Context: an optimization exercise on an open-source flow, tuned for small area, a short achievable clock period and few clock cycles. The choices shown serve that exercise and are no tape-out recipe. At most, simulation tests tie the RTL to the original design; equivalence was not proved.

==> flow/design.v <==
module sbox_a (
    input  wire [7:0]  x,
    output wire [11:0] y      
);
    wire [7:0] e;
    assign e[0] = x[0] ^ x[2] ^ x[3] ^ x[4] ^ x[5] ^ x[6] ^ x[7];
    assign e[1] = x[0] ^ x[1] ^ x[2] ^ x[5];
    assign e[2] = x[0] ^ x[1] ^ x[2] ^ x[5] ^ x[7];
    assign e[3] = x[0] ^ x[1] ^ x[2] ^ x[4];
    assign e[4] = x[0] ^ x[5];
    assign e[5] = x[0] ^ x[3] ^ x[5];
    assign e[6] = x[0] ^ x[2];
    assign e[7] = x[0] ^ x[1] ^ x[2] ^ x[6] ^ x[7];
    wire [3:0] a1 = e[7:4], a0 = e[3:0];
    wire [3:0] s  = a1 ^ a0;
    function automatic [1:0] nsc(input [1:0] v);    
        nsc = {v[0], v[0] ^ v[1]};
    endfunction
    function automatic [1:0] m4(input [1:0] a, input [1:0] b);
        reg e;
        begin
            e = (a[1] ^ a[0]) & (b[1] ^ b[0]);
            m4 = {(a[1] & b[1]) ^ e, (a[0] & b[0]) ^ e};
        end
    endfunction
    function automatic [3:0] m16(input [3:0] a, input [3:0] b);
        reg [1:0] e;
        begin
            e = nsc(m4(a[3:2] ^ a[1:0], b[3:2] ^ b[1:0]));
            m16 = {m4(a[3:2], b[3:2]) ^ e, m4(a[1:0], b[1:0]) ^ e};
        end
    endfunction
    wire [3:0] vs2 = {s[0] ^ s[1] ^ s[2] ^ s[3], s[0] ^ s[2], s[1], s[0] ^ s[1]};
    assign y = {a1, a0, m16(a1, a0) ^ vs2};
endmodule
module sbox_i (
    input  wire [11:0] x,     
    output wire [11:0] y      
);
    function automatic [1:0] nsc(input [1:0] v);    
        nsc = {v[0], v[0] ^ v[1]};
    endfunction
    function automatic [1:0] m4(input [1:0] a, input [1:0] b);
        reg e;
        begin
            e = (a[1] ^ a[0]) & (b[1] ^ b[0]);
            m4 = {(a[1] & b[1]) ^ e, (a[0] & b[0]) ^ e};
        end
    endfunction
    function automatic [3:0] m16(input [3:0] a, input [3:0] b);
        reg [1:0] e;
        begin
            e = nsc(m4(a[3:2] ^ a[1:0], b[3:2] ^ b[1:0]));
            m16 = {m4(a[3:2], b[3:2]) ^ e, m4(a[1:0], b[1:0]) ^ e};
        end
    endfunction
    wire [1:0] t1 = x[3:2], t0 = x[1:0];
    wire [1:0] u  = t1 ^ t0;
    wire [1:0] nu2 = {u[1], u[0] ^ u[1]};    
    wire [1:0] p  = m4(t1, t0) ^ nu2;             
    wire [1:0] pi = {p[0], p[1]};                  
    assign y = {x[11:4], m4(t0, pi), m4(t1, pi)};
endmodule
module sbox_m (
    input  wire [11:0] x,     
    output wire [7:0]  y      
);
    function automatic [1:0] nsc(input [1:0] v);    
        nsc = {v[0], v[0] ^ v[1]};
    endfunction
    function automatic [1:0] m4(input [1:0] a, input [1:0] b);
        reg e;
        begin
            e = (a[1] ^ a[0]) & (b[1] ^ b[0]);
            m4 = {(a[1] & b[1]) ^ e, (a[0] & b[0]) ^ e};
        end
    endfunction
    function automatic [3:0] m16(input [3:0] a, input [3:0] b);
        reg [1:0] e;
        begin
            e = nsc(m4(a[3:2] ^ a[1:0], b[3:2] ^ b[1:0]));
            m16 = {m4(a[3:2], b[3:2]) ^ e, m4(a[1:0], b[1:0]) ^ e};
        end
    endfunction
    assign y = {m16(x[7:4], x[3:0]), m16(x[11:8], x[3:0])};
endmodule
module sbox_c (
    input  wire [7:0] x,      
    output wire [7:0] y       
);
    assign y[0] = ~(x[3] ^ x[4] ^ x[7]);
    assign y[1] = ~(x[4] ^ x[6] ^ x[7]);
    assign y[2] = (x[7]);
    assign y[3] = (x[0] ^ x[2] ^ x[3] ^ x[6] ^ x[7]);
    assign y[4] = (x[3] ^ x[4] ^ x[5]);
    assign y[5] = ~(x[3] ^ x[5]);
    assign y[6] = ~(x[1] ^ x[2] ^ x[3] ^ x[5] ^ x[6] ^ x[7]);
    assign y[7] = (x[0] ^ x[6]);
endmodule
module aes_core (
    input  wire         clk,
    input  wire         rst,
    input  wire         in_valid,
    output reg          in_ready,
    input  wire         in_aes256,
    input  wire [255:0] in_key,
    input  wire [127:0] in_block,
    output reg          out_valid,
    output reg  [127:0] out_block
);
    reg  [5:0]   t;                 
    reg  [1:0]   ph;                
    reg  [3:0]   w;                 
    reg          m256;              
    reg          v1, v2;            
    reg          lda;               
    reg          lds;               
    reg  [15:0]  eq16;              
    reg          eqv;               
    reg          vld4;              
    reg  [127:0] s0;                
    reg  [191:0] s1;                
    reg  [127:0] s2;                
    reg  [127:0] kp, kq;
    reg  [47:0]  ks1;               
    reg  [31:0]  ks2;               
    wire [5:0] t_fin0 = m256 ? 6'd42 : 6'd30;             
    wire [5:0] t_fin1 = t_fin0 + 6'd2;
    wire [5:0] t_fin2 = t_fin0 + 6'd4;
    wire [5:0] t_end  = v2 ? t_fin2 : v1 ? t_fin1 : t_fin0;
    wire       done   = t == t_end;                      
    wire [127:0] x = s0 ^ kp;
    wire [191:0] s1_d;
    genvar g;
    generate
        for (g = 0; g < 16; g = g + 1) begin : g_sa
            sbox_a u_a (.x(x[127-8*g -: 8]), .y(s1_d[191-12*g -: 12]));
        end
    endgenerate
    wire [47:0] ks1_d;
    generate
        for (g = 0; g < 4; g = g + 1) begin : g_ka
            sbox_a u_a (.x(kp[31-8*g -: 8]), .y(ks1_d[47-12*g -: 12]));
        end
    endgenerate
    wire [127:0] s2_d;
    generate
        for (g = 0; g < 16; g = g + 1) begin : g_sb
            wire [11:0] m;
            sbox_i u_i (.x(s1[191-12*g -: 12]), .y(m));
            sbox_m u_m (.x(m), .y(s2_d[127-8*g -: 8]));
        end
    endgenerate
    wire [31:0] kb;
    generate
        for (g = 0; g < 4; g = g + 1) begin : g_kb
            wire [11:0] m;
            sbox_i u_i (.x(ks1[47-12*g -: 12]), .y(m));
            sbox_m u_m (.x(m), .y(kb[31-8*g -: 8]));
        end
    endgenerate
    wire        rot   = ~m256 | w[0];
    wire [31:0] ks2_d = rot ? {kb[23:0], kb[31:24]} : kb;
    wire [127:0] sb;
    generate
        for (g = 0; g < 16; g = g + 1) begin : g_sc
            sbox_c u_c (.x(s2[127-8*g -: 8]), .y(sb[127-8*g -: 8]));
        end
    endgenerate
    wire [127:0] shifted;
    generate
        for (g = 0; g < 16; g = g + 1) begin : g_shift
            localparam integer R = g % 4;
            localparam integer C = g / 4;
            localparam integer SRC = R + 4 * ((C + R) % 4);
            assign shifted[127-8*g -: 8] = sb[127-8*SRC -: 8];
        end
    endgenerate
    function automatic [7:0] xtime(input [7:0] v);
        xtime = {v[6:0], 1'b0} ^ (v[7] ? 8'h1B : 8'h00);
    endfunction
    wire [127:0] mixed;
    generate
        for (g = 0; g < 4; g = g + 1) begin : g_mix
            wire [7:0] a0 = shifted[127-32*g -: 8];
            wire [7:0] a1 = shifted[119-32*g -: 8];
            wire [7:0] a2 = shifted[111-32*g -: 8];
            wire [7:0] a3 = shifted[103-32*g -: 8];
            assign mixed[127-32*g -: 8] = xtime(a0) ^ (xtime(a1) ^ a1) ^ a2 ^ a3;
            assign mixed[119-32*g -: 8] = a0 ^ xtime(a1) ^ (xtime(a2) ^ a2) ^ a3;
            assign mixed[111-32*g -: 8] = a0 ^ a1 ^ xtime(a2) ^ (xtime(a3) ^ a3);
            assign mixed[103-32*g -: 8] = (xtime(a0) ^ a0) ^ a1 ^ a2 ^ xtime(a3);
        end
    endgenerate
    wire [31:0] ksub;
    generate
        for (g = 0; g < 4; g = g + 1) begin : g_kc
            sbox_c u_c (.x(ks2[31-8*g -: 8]), .y(ksub[31-8*g -: 8]));
        end
    endgenerate
    reg [7:0] rcon;
    always @(*) begin
        case (m256 ? {1'b0, w[3:1]} : w)
            4'd0: rcon = 8'h01;
            4'd1: rcon = 8'h02;
            4'd2: rcon = 8'h04;
            4'd3: rcon = 8'h08;
            4'd4: rcon = 8'h10;
            4'd5: rcon = 8'h20;
            4'd6: rcon = 8'h40;
            4'd7: rcon = 8'h80;
            4'd8: rcon = 8'h1b;
            4'd9: rcon = 8'h36;
            default: rcon = 8'h00;
        endcase
    end
    wire         use_rcon = ~m256 | w[0];
    wire [31:0]  tw   = ksub ^ {(use_rcon ? rcon : 8'h00), 24'd0};
    wire [127:0] base = kq;                 
    wire [31:0]  e0   = base[127:96] ^ tw;
    wire [31:0]  e1   = base[95:64]  ^ e0;
    wire [31:0]  e2   = base[63:32]  ^ e1;
    wire [31:0]  e3   = base[31:0]   ^ e2;
    wire [127:0] e    = {e0, e1, e2, e3};
    wire take   = in_valid & in_ready & ~rst;
    wire take_a = in_valid & lda & ~rst;          
    wire take_b = take & ~lda;                    
    wire [255:0] kdiff = in_key ^ {kp, kq};
    wire [15:0]  eq16_d;
    generate
        for (g = 0; g < 16; g = g + 1) begin : g_eq
            if (g < 8) begin : g_lo
                assign eq16_d[g] = ~|kdiff[16*g+15 -: 16] | ~m256;
            end else begin : g_hi
                assign eq16_d[g] = ~|kdiff[16*g+15 -: 16];
            end
        end
    endgenerate
    wire [5:0] t_nt   = (t == 6'd0 | done) ? 6'd0 : t + 6'd1;
    wire       lda_nt = (t_nt == 6'd0) | (t_nt == t_end);
    wire [5:0] t_n    = take_a ? 6'd1 : t_nt;
    wire       v1_n   = ~take_a & (v1 | (take_b & (t == 6'd3)));
    wire       v2_n   = ~take_a & (v2 | (take_b & (t == 6'd7)));
    wire       lda_n  = ~take_a & lda_nt;
    wire       ldb_n  = in_valid & eqv & (&eq16) & ((t == 6'd2) | (t == 6'd6 & v1));
    always @(posedge clk) begin
        s1  <= s1_d;
        s2  <= s2_d;
        ks1 <= ks1_d;
        ks2 <= ks2_d;
        s0 <= lds ? in_block : mixed;
        lds <= lda_nt | (t == 6'd1) | (t == 6'd3);
        eq16 <= eq16_d;
        out_block <= shifted ^ (ph == 2'd2 ? e : kq);
        if (lda) begin
            m256 <= in_aes256;
            kp   <= in_key[255:128];
            kq   <= in_key[127:0];
            ph   <= 2'd0;
            w    <= 4'd0;
        end else begin
            kq <= (ph == 2'd1 && !m256) ? kq : kp;
            if (ph == 2'd2)
                kp <= (m256 && w == 4'd0) ? kq : e;
            else
                kp <= kq;
            ph <= (ph == 2'd2) ? 2'd0 : ph + 2'd1;
            w  <= (ph == 2'd2) ? w + 4'd1 : w;
        end
        if (rst) begin
            t         <= 6'd0;
            v1        <= 1'b0;
            v2        <= 1'b0;
            out_valid <= 1'b0;
            in_ready  <= 1'b0;
            lda       <= 1'b0;
            eqv       <= 1'b0;
            vld4      <= 1'b0;
        end else begin
            vld4      <= in_valid & (t == 6'd4);
            eqv       <= in_valid & (in_aes256 == m256) & ((t == 6'd1) | (t == 6'd5 & vld4));
            t         <= t_n;
            v1        <= v1_n;
            v2        <= v2_n;
            out_valid <= (t != 6'd0) & ((t == t_fin0) | (v1 & t == t_fin1) | (v2 & t == t_fin2));
            lda       <= lda_n;
            in_ready  <= lda_n | ldb_n;
        end
    end
endmodule
==> flow/config.mk <==
export PLATFORM = sky130hd
export DESIGN_NAME = aes_core
export DESIGN_NICKNAME = aes_core
export VERILOG_FILES = /design/flow/design.v
export SDC_FILE = /design/flow/constraint.sdc
export NUM_CORES = 8
export LEC_CHECK = 0
export CAP_MARGIN = 30
export CORE_MARGIN = 2
export CORE_UTILIZATION = 55
export CTS_CLUSTER_DIAMETER = 100
export CTS_CLUSTER_SIZE = 20
export SLEW_MARGIN = 30
export TNS_END_PERCENT = 10
==> flow/constraint.sdc <==
create_clock -name core_clock -period 11.5 [get_ports {clk}]
set_input_delay 2.3000 -clock core_clock [delete_from_list [all_inputs] [get_ports {clk}]]
set_output_delay 2.3000 -clock core_clock [all_outputs]
set_load 0.01 [all_outputs]
standard.sh (not shown) runs the stock make flow with config.mk's settings and CLKGATE_MAP_FILE= SYNTH_SCRIPT=/design/flow/synth_recipe.tcl, a recipe that flattens the netlist after the stock synthesis.
==> flow/flow/run.sh <==
#!/bin/bash
# The standard layout (standard synthesis unchanged), with two changes to how
# it is made: repair_timing aims for 8.35 ns of setup slack beyond the
# constraint, and the port buffers are buf_2 cells.
bash standard.sh finish SETUP_SLACK_MARGIN=8.35 \
  "BUFFER_PORTS_ARGS=-buffer_cell sky130_fd_sc_hd__buf_2" > standard.log 2>&1
Then changed:
--- a/flow/design.v
+++ b/flow/design.v
@@ -1,23 +1,23 @@
 module sbox_a (
     input  wire [7:0]  x,
     output wire [11:0] y      
 );
     wire [7:0] e;
-    assign e[0] = x[0] ^ x[2] ^ x[3] ^ x[4] ^ x[5] ^ x[6] ^ x[7];
-    assign e[1] = x[0] ^ x[1] ^ x[2] ^ x[5];
-    assign e[2] = x[0] ^ x[1] ^ x[2] ^ x[5] ^ x[7];
-    assign e[3] = x[0] ^ x[1] ^ x[2] ^ x[4];
-    assign e[4] = x[0] ^ x[5];
-    assign e[5] = x[0] ^ x[3] ^ x[5];
-    assign e[6] = x[0] ^ x[2];
-    assign e[7] = x[0] ^ x[1] ^ x[2] ^ x[6] ^ x[7];
+    assign e[0] = x[0] ^ x[1] ^ x[3] ^ x[4] ^ x[7];
+    assign e[1] = x[0];
+    assign e[2] = x[0] ^ x[5] ^ x[6];
+    assign e[3] = x[0] ^ x[1] ^ x[2] ^ x[3] ^ x[6];
+    assign e[4] = x[0] ^ x[1] ^ x[2] ^ x[5] ^ x[6] ^ x[7];
+    assign e[5] = x[0] ^ x[4] ^ x[5] ^ x[6];
+    assign e[6] = x[0] ^ x[1] ^ x[5] ^ x[6];
+    assign e[7] = x[0] ^ x[5] ^ x[6] ^ x[7];
     wire [3:0] a1 = e[7:4], a0 = e[3:0];
     wire [3:0] s  = a1 ^ a0;
     function automatic [1:0] nsc(input [1:0] v);    
-        nsc = {v[0], v[0] ^ v[1]};
+        nsc = {v[0] ^ v[1], v[1]};
     endfunction
     function automatic [1:0] m4(input [1:0] a, input [1:0] b);
         reg e;
         begin
             e = (a[1] ^ a[0]) & (b[1] ^ b[0]);
             m4 = {(a[1] & b[1]) ^ e, (a[0] & b[0]) ^ e};
@@ -27,21 +27,21 @@
         reg [1:0] e;
         begin
             e = nsc(m4(a[3:2] ^ a[1:0], b[3:2] ^ b[1:0]));
             m16 = {m4(a[3:2], b[3:2]) ^ e, m4(a[1:0], b[1:0]) ^ e};
         end
     endfunction
-    wire [3:0] vs2 = {s[0] ^ s[1] ^ s[2] ^ s[3], s[0] ^ s[2], s[1], s[0] ^ s[1]};
+    wire [3:0] vs2 = {s[3], s[2] ^ s[3], s[0] ^ s[2], s[1] ^ s[3]};
     assign y = {a1, a0, m16(a1, a0) ^ vs2};
 endmodule
 module sbox_i (
     input  wire [11:0] x,     
     output wire [11:0] y      
 );
     function automatic [1:0] nsc(input [1:0] v);    
-        nsc = {v[0], v[0] ^ v[1]};
+        nsc = {v[0] ^ v[1], v[1]};
     endfunction
     function automatic [1:0] m4(input [1:0] a, input [1:0] b);
         reg e;
         begin
             e = (a[1] ^ a[0]) & (b[1] ^ b[0]);
             m4 = {(a[1] & b[1]) ^ e, (a[0] & b[0]) ^ e};
@@ -53,23 +53,23 @@
             e = nsc(m4(a[3:2] ^ a[1:0], b[3:2] ^ b[1:0]));
             m16 = {m4(a[3:2], b[3:2]) ^ e, m4(a[1:0], b[1:0]) ^ e};
         end
     endfunction
     wire [1:0] t1 = x[3:2], t0 = x[1:0];
     wire [1:0] u  = t1 ^ t0;
-    wire [1:0] nu2 = {u[1], u[0] ^ u[1]};    
+    wire [1:0] nu2 = {u[0] ^ u[1], u[0]};    
     wire [1:0] p  = m4(t1, t0) ^ nu2;             
     wire [1:0] pi = {p[0], p[1]};                  
     assign y = {x[11:4], m4(t0, pi), m4(t1, pi)};
 endmodule
 module sbox_m (
     input  wire [11:0] x,     
     output wire [7:0]  y      
 );
     function automatic [1:0] nsc(input [1:0] v);    
-        nsc = {v[0], v[0] ^ v[1]};
+        nsc = {v[0] ^ v[1], v[1]};
     endfunction
     function automatic [1:0] m4(input [1:0] a, input [1:0] b);
         reg e;
         begin
             e = (a[1] ^ a[0]) & (b[1] ^ b[0]);
             m4 = {(a[1] & b[1]) ^ e, (a[0] & b[0]) ^ e};
@@ -85,19 +85,19 @@
     assign y = {m16(x[7:4], x[3:0]), m16(x[11:8], x[3:0])};
 endmodule
 module sbox_c (
     input  wire [7:0] x,      
     output wire [7:0] y       
 );
-    assign y[0] = ~(x[3] ^ x[4] ^ x[7]);
-    assign y[1] = ~(x[4] ^ x[6] ^ x[7]);
-    assign y[2] = (x[7]);
-    assign y[3] = (x[0] ^ x[2] ^ x[3] ^ x[6] ^ x[7]);
-    assign y[4] = (x[3] ^ x[4] ^ x[5]);
+    assign y[0] = ~(x[2] ^ x[5] ^ x[7]);
+    assign y[1] = ~(x[2] ^ x[6] ^ x[7]);
+    assign y[2] = (x[0] ^ x[1] ^ x[3] ^ x[5] ^ x[6]);
+    assign y[3] = (x[0] ^ x[4] ^ x[5] ^ x[6] ^ x[7]);
+    assign y[4] = (x[0] ^ x[4] ^ x[6]);
     assign y[5] = ~(x[3] ^ x[5]);
-    assign y[6] = ~(x[1] ^ x[2] ^ x[3] ^ x[5] ^ x[6] ^ x[7]);
+    assign y[6] = ~(x[0] ^ x[4]);
     assign y[7] = (x[0] ^ x[6]);
 endmodule
 module aes_core (
     input  wire         clk,
     input  wire         rst,
     input  wire         in_valid,
What happened: Worst setup slack improved by 0.037 ns. Utilization went down by 0.58 points. Cell area went down by a few percent. Hold slack got worse by 0.0066 ns.
Testbench counts after the change, summed over its fixed seeds: cycles 66,868.
Only the layout flow was run in the first run of this note; the RTL was not checked for function there.

## afterwards: timing with drivers on the ports
How much do the figures lean on ideal ports? The routed layouts below were timed once more, with nothing changed but the port constraints.
Step 1 sets driving cells, clkbuf_16 on the clock port and buf_2 on the other inputs (assumed; they add their load-dependent delay and slew).
Step 2 adds t to the input delays and takes it off the output delays; t is the mean of the earliest and latest rising clock arrival at the registers after step 1. Input paths then give back, and output paths get back, about the clock's delay inside the block.
Slacks: no drivers / after step 1 / after step 2; pairs: no drivers / after step 1.
| run | t, ns | setup slack, ns | clock arrival spread, ns | worst slew at a driven data input, ns | cell pins on the clock port's net |
|---|---|---|---|---|---|
| the first run | 0.768 | 7.899 / 7.886 / 7.686 | 0.046 / 0.046 | 0.20 | 1 |
| the second run | 0.800 | 7.936 / 7.851 / 7.586 | 0.036 / 0.035 | 0.27 | 1 |
After both steps setup and hold are still met in every run listed. The setup slack of the second run, which loses most, moves by -0.085 ns with the drivers and by -0.350 ns with both steps.
